Source: an optimization exercise on an open RTL-to-GDS flow (aim: small area and a short achievable clock period). Production flows keep margins and buffers that such runs may drop.
RTL that was checked went through simulation tests only; none was proved equivalent to the original.
The clock port is modelled as an ideal driver, which makes a skipped or thinned clock tree look cheaper than it is; a real chip needs a root buffer or a tree.

Design cmd_check, start of the top module:
module cmd_check (
    input  wire        clk,
    input  wire        rst,           
    input  wire        in_valid,
    input  wire [31:0] in_data,       
    input  wire        in_last,       
    input  wire [2:0]  in_nbytes,     
    input  wire        queue_full,    
    input  wire [3:0]  mode,          
    output reg         res_valid,
    output reg         res_proto,     
    output wire [7:0]  res_status,
    output wire [15:0] res_opcode,
    output wire [15:0] res_tag,
    output wire        res_prio
);
    localparam [7:0] ST_OK             = 8'h00;
    localparam [7:0] ST_BAD_OPCODE     = 8'h10;
    localparam [7:0] ST_BAD_LENGTH     = 8'h11;
    localparam [7:0] ST_LENGTH_EXCEEDS = 8'h12;
    localparam [7:0] ST_BAD_CRC        = 8'h13;
    localparam [7:0] ST_OUT_OF_RANGE   = 8'h15;
    localparam [7:0] ST_WRONG_MODE     = 8'h20;
    localparam [7:0] ST_QUEUE_FULL     = 8'h31;
    function op_known(input [15:0] op);
        case (op)
            16'h0001, 16'h0002, 16'h0003,
            16'h0101, 16'h0110, 16'h0111, 16'h0120, 16'h0130,
            16'h0201, 16'h0202, 16'h0203,
            16'h0301, 16'h0310, 16'h0311, 16'h0312, 16'h0313, 16'h0320,
            16'h0401, 16'h0402, 16'h0410, 16'h0411,
            16'h0501, 16'h0502, 16'h0510,
            16'h0601, 16'h0602, 16'h0603, 16'h0604, 16'h0605, 16'h0606, 16'h0607,
            16'h0701, 16'h0702, 16'h0703,
            16'h0801, 16'h0802,
            16'h0901, 16'h0902: op_known = 1'b1;
            default:            op_known = 1'b0;
        endcase
    endfunction
  ...
Size in the first run: roughly 1,200 cells after synthesis, ~87 I/O pins, roughly 11,000 µm² of cells after synthesis.
clock: 12.0 ns
lec_check: 0
cap_margin: 20
core_margin: 2
core_utilization: 40
slew_margin: 20
standard.sh (not shown) runs the stock make flow with config.mk's settings and CLKGATE_MAP_FILE= SYNTH_SCRIPT=/design/flow/synth_recipe.tcl, a recipe that flattens the netlist after the stock synthesis.
==> flow/flow/run.sh <==
#!/bin/bash
# Own layout flow: the standard layout, with ORFS's timing repair (after
# clock tree synthesis and after global routing) aiming for setup slack well
# above zero, so that the layout's achieved period comes out short. The SDC,
# clock period and every other setting are the standard flow's.
set -euo pipefail
here=$(pwd)
margin=$(cat "$here/flow/setup_margin.txt")
export SETUP_SLACK_MARGIN="$margin"
bash standard.sh > "$here/standard_sh.log" 2>&1
==> flow/flow/setup_margin.txt <==
8.5
Then changed:
==> flow/run.sh (new file) <==
#!/bin/bash
# synth_recipe.tcl (not shown) runs the flow's synth.tcl, then flattens the netlist and writes it again
# the make line also repeats each setting of config.mk as NAME=value (left out here)
make -C /OpenROAD-flow-scripts/flow DESIGN_CONFIG=/design/flow/config.mk WORK_HOME=/design/flow/orfs CLKGATE_MAP_FILE= SYNTH_SCRIPT=/design/flow/synth_recipe.tcl finish
removed: flow/flow/run.sh
removed: flow/flow/setup_margin.txt
removed: flow/standard.sh
Worst setup slack gets worse by 760 ps. Final area falls by 1.1%. Non-clock buffer count came out lower by 10. Worst hold slack is about the same. Core utilization goes down by 0.50 points. Count of clock-buffer cells in the layout does not change.
No run of this note included a check of the RTL's function; only the layout flow was run.

* * *

Another version of the RTL of cmd_check (not shown whole).
Size: ~1000 cells after synthesis, about 0.0095 sq mm of cells after synthesis.
export LEC_CHECK = 0
export CAP_MARGIN = 20
export CORE_MARGIN = 2
export CORE_UTILIZATION = 60
export SLEW_MARGIN = 20
create_clock -name core_clock -period 12.0 [get_ports {clk}]
==> flow/flow/run.sh <==
#!/bin/bash
# Own layout flow: the standard layout (standard.sh), with
# - the clock tree rebuilt after clock tree synthesis as one level of
#   clkbuf_16 buffers, each driving a group of nearby flip-flops, all four
#   driven from the clock port (flow/clock_tree.tcl, run as ORFS's
#   POST_CTS_TCL hook);
# - ORFS's timing repair after global routing (and after clock tree
#   synthesis) aiming for setup slack well above zero, so that the achieved
#   period comes out short; repair may resize a cell to any footprint;
# - the ports buffered with buf_2 cells.
# The SDC, clock period and every other setting are the standard flow's.
set -euo pipefail
here=$(pwd)
margin=$(cat "$here/flow/setup_margin.txt")
export POST_CTS_TCL="$here/flow/post_cts.tcl"
bash standard.sh "SETUP_SLACK_MARGIN=$margin" "MATCH_CELL_FOOTPRINT=0" \
    "BUFFER_PORTS_ARGS=-buffer_cell sky130_fd_sc_hd__buf_2" \
    "POST_CTS_TCL=$here/flow/post_cts.tcl" finish \
    > "$here/standard_sh.log" 2>&1
==> flow/flow/setup_margin.txt <==
8.6
Other scripts of this flow, unchanged in this note and not shown: flow/flow/clock_tree.tcl, flow/flow/post_cts.tcl
The baseline ran to the end with no violations.
Rerun with:
==> flow/flow/setup_margin.txt (replaced) <==
8.7
What happened: The new run passed the timing, DRC and antenna checks. Worst setup slack gets better by 0.085 ns. Global-route usage goes up by 0.56 points. Die area does not change. Routed wire length came out higher by a few percent. Synthesized cell count stays the same.

* * *

garnet:
cmd_check, a different RTL version from the one above (not shown whole).
Size: roughly 1000 cells after synthesis, roughly 100 flip-flops, about 9500 um^2 of cells after synthesis.
export LEC_CHECK = 0
export CAP_MARGIN = 20
export CORE_MARGIN = 2
export CORE_UTILIZATION = 40
export SLEW_MARGIN = 20
create_clock -name core_clock -period 12.0 [get_ports {clk}]
==> flow/flow/run.sh <==
#!/bin/bash
# Own layout flow: the standard layout (standard.sh), with ORFS's timing
# repair after clock tree synthesis and after global routing aiming for setup
# slack well above zero, so that the layout's achieved period comes out
# short. Repair may resize a cell to any footprint, and the ports are
# buffered with buf_2 cells. The SDC, clock period and every other setting
# are the standard flow's.
set -euo pipefail
here=$(pwd)
margin=$(cat "$here/flow/setup_margin.txt")
bash standard.sh "SETUP_SLACK_MARGIN=$margin" "MATCH_CELL_FOOTPRINT=0" \
    "BUFFER_PORTS_ARGS=-buffer_cell sky130_fd_sc_hd__buf_2" finish \
    > "$here/standard_sh.log" 2>&1
==> flow/flow/setup_margin.txt <==
8.8
--- input diff garnet..willow ---
- CORE_UTILIZATION now 65, was 40
==> flow/flow/setup_margin.txt <==
8.65
Notes after the runs:
- Sum of negative setup slack: willow vs garnet identical
- Going from garnet to willow, clock period minus worst slack increased by 84 ps relative to the old numbers; fraction of registers with async set or reset after synthesis closely matched the old numbers; synthesized-area fraction occupied by and/or/nand/nor cells closely matched the old numbers; pre-CTS setup slack decreased by 540 ps relative to the old numbers.
- Depth of the worst register-to-register path in willow vs garnet: down 2
- Changes observed in willow relative to garnet: growth of design area from synthesis to finish lower.
- The number of buffer and inverter stages on the critical path in willow sits 1 above the value recorded for garnet.
Setup changes, willow to juniper
- CORE_UTILIZATION changed from 65 to 40
==> flow/flow/setup_margin.txt <==
8.5
==> comparison <==
- Summary: with willow as the reference, final cell count without fillers in juniper moved up by a little under 10%.
- Final area of juniper falls short of that of willow slightly.
- juniper can be clocked slower than willow.
- When the final numbers for willow and juniper were put side by side, the via count turned out to be smaller in juniper.
- willow → juniper: met2 usage decreased by 18 points relative to the old numbers, met3 track demand over resource decreased 1.6 points, wire length on met1 went up by about 0.9%.
- juniper reports its cell with the largest stage delay on the worst path as edfxtp_1 while willow reports dfxtp_4.

* * *

The RTL this note starts from:
==> flow/design.v <==
module cmd_check (
    input  wire        clk,
    input  wire        rst,           
    input  wire        in_valid,
    input  wire [31:0] in_data,       
    input  wire        in_last,       
    input  wire [2:0]  in_nbytes,     
    input  wire        queue_full,    
    input  wire [3:0]  mode,          
    output reg         res_valid,
    output reg         res_proto,     
    output wire [7:0]  res_status,
    output wire [15:0] res_opcode,
    output wire [15:0] res_tag,
    output wire        res_prio
);
    localparam [7:0] ST_OK             = 8'h00;
    localparam [7:0] ST_BAD_OPCODE     = 8'h10;
    localparam [7:0] ST_BAD_LENGTH     = 8'h11;
    localparam [7:0] ST_LENGTH_EXCEEDS = 8'h12;
    localparam [7:0] ST_BAD_CRC        = 8'h13;
    localparam [7:0] ST_OUT_OF_RANGE   = 8'h15;
    localparam [7:0] ST_WRONG_MODE     = 8'h20;
    localparam [7:0] ST_QUEUE_FULL     = 8'h31;
    function [15:0] crc16_byte(input [15:0] crc, input [7:0] b);
        integer k;
        reg [15:0] c;
        begin
            c = crc ^ {b, 8'h00};
            for (k = 0; k < 8; k = k + 1)
                c = c[15] ? ((c << 1) ^ 16'h1021) : (c << 1);
            crc16_byte = c;
        end
    endfunction
    function [31:0] crc32_byte(input [31:0] crc, input [7:0] b);
        integer k;
        reg [31:0] c;
        begin
            c = crc ^ {24'h0, b};
            for (k = 0; k < 8; k = k + 1)
                c = c[0] ? ((c >> 1) ^ 32'hEDB88320) : (c >> 1);
            crc32_byte = c;
        end
    endfunction
    function op_known(input [15:0] op);
        case (op)
            16'h0001, 16'h0002, 16'h0003,
            16'h0101, 16'h0110, 16'h0111, 16'h0120, 16'h0130,
            16'h0201, 16'h0202, 16'h0203,
            16'h0301, 16'h0310, 16'h0311, 16'h0312, 16'h0313, 16'h0320,
            16'h0401, 16'h0402, 16'h0410, 16'h0411,
            16'h0501, 16'h0502, 16'h0510,
            16'h0601, 16'h0602, 16'h0603, 16'h0604, 16'h0605, 16'h0606, 16'h0607,
            16'h0701, 16'h0702, 16'h0703,
            16'h0801, 16'h0802,
            16'h0901, 16'h0902: op_known = 1'b1;
            default:            op_known = 1'b0;
        endcase
    endfunction
    function len_ok(input [15:0] op, input [15:0] len);
        case (op)
            16'h0001, 16'h0002, 16'h0120, 16'h0130, 16'h0311, 16'h0501,
            16'h0603, 16'h0604, 16'h0702, 16'h0801:
                len_ok = (len == 16'd0);
            16'h0101, 16'h0110, 16'h0111, 16'h0313, 16'h0401, 16'h0605,
            16'h0606, 16'h0607, 16'h0703, 16'h0902:
                len_ok = (len == 16'd4);
            16'h0203, 16'h0402, 16'h0411, 16'h0502, 16'h0510, 16'h0701,
            16'h0802:
                len_ok = (len == 16'd8);
            16'h0312: len_ok = (len == 16'd12);
            16'h0901: len_ok = (len == 16'd20);
            16'h0410: len_ok = (len == 16'd44);
            16'h0601: len_ok = (len == 16'd260);
            16'h0003: len_ok = (len <= 16'd4092);
            16'h0201: len_ok = (len >= 16'd8)  && (len <= 16'd4084);
            16'h0202: len_ok = (len >= 16'd8)  && (len <= 16'd1032);
            16'h0301: len_ok = (len >= 16'd6)  && (len <= 16'd2050);
            16'h0310: len_ok = (len >= 16'd4)  && (len <= 16'd4096);
            16'h0320: len_ok = (len >= 16'd14) && (len <= 16'd24);
            16'h0602: len_ok = (len >= 16'd13) && (len <= 16'd4096);
            default:  len_ok = 1'b0;
        endcase
    endfunction
    function mode_ok(input [15:0] op, input [3:0] md);
        reg [7:0] allowed;    
        reg       all_kind;   
        begin
            all_kind = 1'b0;
            case (op)
                16'h0001, 16'h0002, 16'h0003, 16'h0130, 16'h0501, 16'h0502,
                16'h0510, 16'h0601, 16'h0602, 16'h0603, 16'h0604, 16'h0606,
                16'h0607: begin
                    allowed = 8'b1111_1111; all_kind = 1'b1;
                end
                16'h0201, 16'h0202, 16'h0203, 16'h0301, 16'h0310, 16'h0311,
                16'h0312, 16'h0313, 16'h0801, 16'h0802: begin
                    allowed = 8'b1111_1101; all_kind = 1'b1;
                end
                16'h0101, 16'h0111, 16'h0702: allowed = 8'b0111_1100;
                16'h0110:                     allowed = 8'b0000_1000;
                16'h0120:                     allowed = 8'b0100_0000;
                16'h0320, 16'h0701, 16'h0901: allowed = 8'b0001_0000;
                16'h0401, 16'h0402, 16'h0410, 16'h0411, 16'h0902:
                                              allowed = 8'b0011_1100;
                16'h0605, 16'h0703:           allowed = 8'b0001_1100;
                default:                      allowed = 8'b0000_0000;
            endcase
            if (md > 4'd7)
                mode_ok = 1'b0;
            else if (md == 4'd0)
                mode_ok = all_kind && (op[15:8] == 8'h00);
            else if (md == 4'd1)
                mode_ok = allowed[1] && (op[15:8] == 8'h00 || op[15:8] == 8'h05 ||
                                         op[15:8] == 8'h06);
            else
                mode_ok = allowed[md[2:0]];
        end
    endfunction
    reg        v1, l1, q1, rst1;
    reg [2:0]  nb1;
    reg [3:0]  m1;
    reg [31:0] d1;
    always @(posedge clk) begin
        rst1 <= rst;
        v1   <= in_valid;
        l1   <= in_last;
        nb1  <= in_nbytes;
        q1   <= queue_full;
        m1   <= mode;
        d1   <= in_data;
    end
    wire v = v1 & ~rst1;      
    localparam [2:0] S_H0 = 3'd0, S_H1 = 3'd1, S_H2 = 3'd2,
                     S_FULL = 3'd4, S_PART = 3'd5, S_DONE = 3'd6;
    reg [2:0]  st;
    reg [10:0] cnt;           
    reg [1:0]  r;             
    reg [15:0] op_r, tag_r;   
    reg        prio_r;
    reg        over_r;        
    reg        vrf_r;         
    reg        lenok_r;       
    reg        hok_r;         
    reg        cok_r;         
    reg [15:0] c16;           
    reg [31:0] c32;           
    reg [4:0]  stat_r;        
    wire in_pay  = st[2];
    wire h0      = (st == S_H0);
    wire h1      = (st == S_H1);
    wire h2      = (st == S_H2);
    wire full    = (st == S_FULL);
    wire part    = (st == S_PART);
    wire done    = (st == S_DONE);
    wire cnt0    = (cnt == 11'd0);
    wire [15:0] c16_in = h0 ? 16'hFFFF : c16;
    wire [15:0] c16_y  = crc16_byte(crc16_byte(c16_in, d1[7:0]), d1[15:8]);
    wire [15:0] c16_z  = crc16_byte(crc16_byte(c16_y, d1[23:16]), d1[31:24]);
    wire        hok_now = (c16_y == d1[31:16]);
    wire [3:0]  lanes  = !part ? 4'b1111 :
                         (r == 2'd1) ? 4'b0001 :
                         (r == 2'd2) ? 4'b0011 : 4'b0111;
    wire [31:0] c32_x  = c32 ^ (d1 & {{8{lanes[3]}}, {8{lanes[2]}},
                                      {8{lanes[1]}}, {8{lanes[0]}}});
    wire [31:0] c32_n  = crc32_byte(crc32_byte(crc32_byte(crc32_byte(
                             c32_x, 8'h00), 8'h00), 8'h00), 8'h00);
    wire [31:0] c32_k  = (r == 2'd0) ? 32'hFFFFFFFF :
                         (r == 2'd1) ? 32'h00BE26ED :
                         (r == 2'd2) ? 32'hBE26ED00 : 32'h2DFD1072;
    wire        cok_now   = (c32_x == c32_k);
    wire        last_full = full & cnt0 & (r == 2'd0);
    wire        crc_end   = last_full | part;    
    wire [15:0] len_in  = d1[31:16];
    wire        hdr_cpl = in_pay | (h2 & nb1[2]);
    wire        hok     = h2 ? hok_now : hok_r;
    wire        vrf     = h2 ? (vrf_r & (d1[15:0] == 16'h0000)) : vrf_r;
    wire        len6    = done | (last_full & nb1[2]) |
                          (part & (nb1[2] | (nb1[1:0] >= r)));
    wire        cok     = done ? cok_r : cok_now;
    wire        good    = hdr_cpl & hok;
    reg [7:0] status;
    always @(*) begin
        if (!hok)                       status = ST_BAD_CRC;
        else if (over_r)                status = ST_LENGTH_EXCEEDS;
        else if (q1)                    status = ST_QUEUE_FULL;
        else if (!vrf)                  status = ST_OUT_OF_RANGE;
        else if (!in_pay || !len6)      status = ST_BAD_LENGTH;
        else if (!cok)                  status = ST_BAD_CRC;
        else if (!op_known(op_r))       status = ST_BAD_OPCODE;
        else if (!lenok_r)              status = ST_BAD_LENGTH;
        else if (!mode_ok(op_r, m1))    status = ST_WRONG_MODE;
        else                            status = ST_OK;
    end
    always @(posedge clk) begin
        if (rst1)
            st <= S_H0;
        else if (v) begin
            if (l1)
                st <= S_H0;
            else case (st)
                S_H0:    st <= S_H1;
                S_H1:    st <= S_H2;
                S_H2:    st <= S_FULL;
                S_FULL:  st <= !cnt0 ? S_FULL : (r == 2'd0) ? S_DONE : S_PART;
                default: st <= S_DONE;
            endcase
        end
        if (v & h1) begin
            cnt     <= len_in[12:2];
            r       <= len_in[1:0];
            over_r  <= (len_in > 16'd4096);
            lenok_r <= len_ok(op_r, len_in);
            prio_r  <= d1[0];
            vrf_r   <= (d1[15:8] == 8'h01) && (d1[7:1] == 7'h00);
        end else if (v & full)
            cnt <= cnt - 11'd1;
        if (v & h2) begin
            vrf_r <= vrf;
            hok_r <= hok_now;
        end
        if (v & (h0 | h1))
            c16 <= c16_z;
        if (!in_pay)
            c32 <= 32'hFFFFFFFF;
        else if (v & (full | part))
            c32 <= c32_n;
        if (v & crc_end)
            cok_r <= cok_now;
        if (v & l1 & !good) begin
            op_r   <= 16'h0000;
            tag_r  <= 16'h0000;
            prio_r <= 1'b0;
        end else if (v & h0) begin
            op_r  <= d1[15:0];
            tag_r <= d1[31:16];
        end
        res_valid <= v & l1 & ~rst;
        res_proto <= !hdr_cpl;
        stat_r    <= hdr_cpl ? {status[5], status[4], status[2:0]} : 5'd0;
    end
    assign res_status = {2'b00, stat_r[4], stat_r[3], 1'b0, stat_r[2:0]};
    assign res_opcode = op_r;
    assign res_tag    = tag_r;
    assign res_prio   = prio_r;
endmodule
export LEC_CHECK = 0
export CAP_MARGIN = 90
export CORE_MARGIN = 2
export CORE_UTILIZATION = 40
export SLEW_MARGIN = 90
create_clock -name core_clock -period 12.0 [get_ports {clk}]
run.sh (not shown) runs the stock make flow with config.mk's settings and CLKGATE_MAP_FILE= SYNTH_SCRIPT=/design/flow/synth_recipe.tcl, a recipe that flattens the netlist after the stock synthesis.
Stock flow here: none of the scripts above is used.
The starting point failed in global routing with DPL-0038.
Next try:
- CAP_MARGIN: 90 -> 80
- SLEW_MARGIN: 90 -> 80
=>
- With this change the flow went through all stages and came out clean
- area after synthesis does not change
- synthesized cell count is unchanged

-- what the ideal ports hide --
In the flow no input, the clock included, has a driving cell. The finished layouts below were timed again as built, in two steps.
Step 1: set_driving_cell puts a clkbuf_16 on clk and a buf_2 on each other input, an assumption about the parent block.
Step 2 also shifts input and output timing later by t, the mid clock arrival at the registers, as if the neighbouring blocks saw the same clock.
Three values: ideal ports, drivers, drivers and shift; two values: the first two.
| run | shift t [ns] | setup WS [ns] | worst setup path after step 2 | worst slew at a driven data input, ns | cell pins on the clock port's net |
|---|---|---|---|---|---|
| the first run of note 1 | 0.491 | 8.521 / 8.472 / 8.605 | register to register | 0.04 | 1 |
| the second run of note 1 | 0.494 | 7.757 / 7.708 / 8.202 | register to output | 0.04 | 1 |
| the first run of note 2 | 0.265 | 8.693 / 8.609 / 8.578 | input to register | 0.03 | 4 |
| the second run of note 2 | 0.263 | 8.778 / 8.712 / 8.586 | input to register | 0.03 | 4 |
| garnet | 0.416 | 8.734 / 8.685 / 8.414 | input to register | 0.05 | 1 |
| willow | 0.407 | 8.650 / 8.606 / 8.343 | input to register | 0.04 | 1 |
| juniper | 0.405 | 8.524 / 8.493 / 8.261 | input to register | 0.03 | 1 |
| the second run of note 4 | 0.479 | 7.153 / 7.153 / 7.153 | register to register | 0.04 | 1 |
After both steps every run listed still meets setup and hold. For garnet, which loses most, drivers alone change the setup slack by -0.049 ns; drivers and shift together by -0.320 ns.
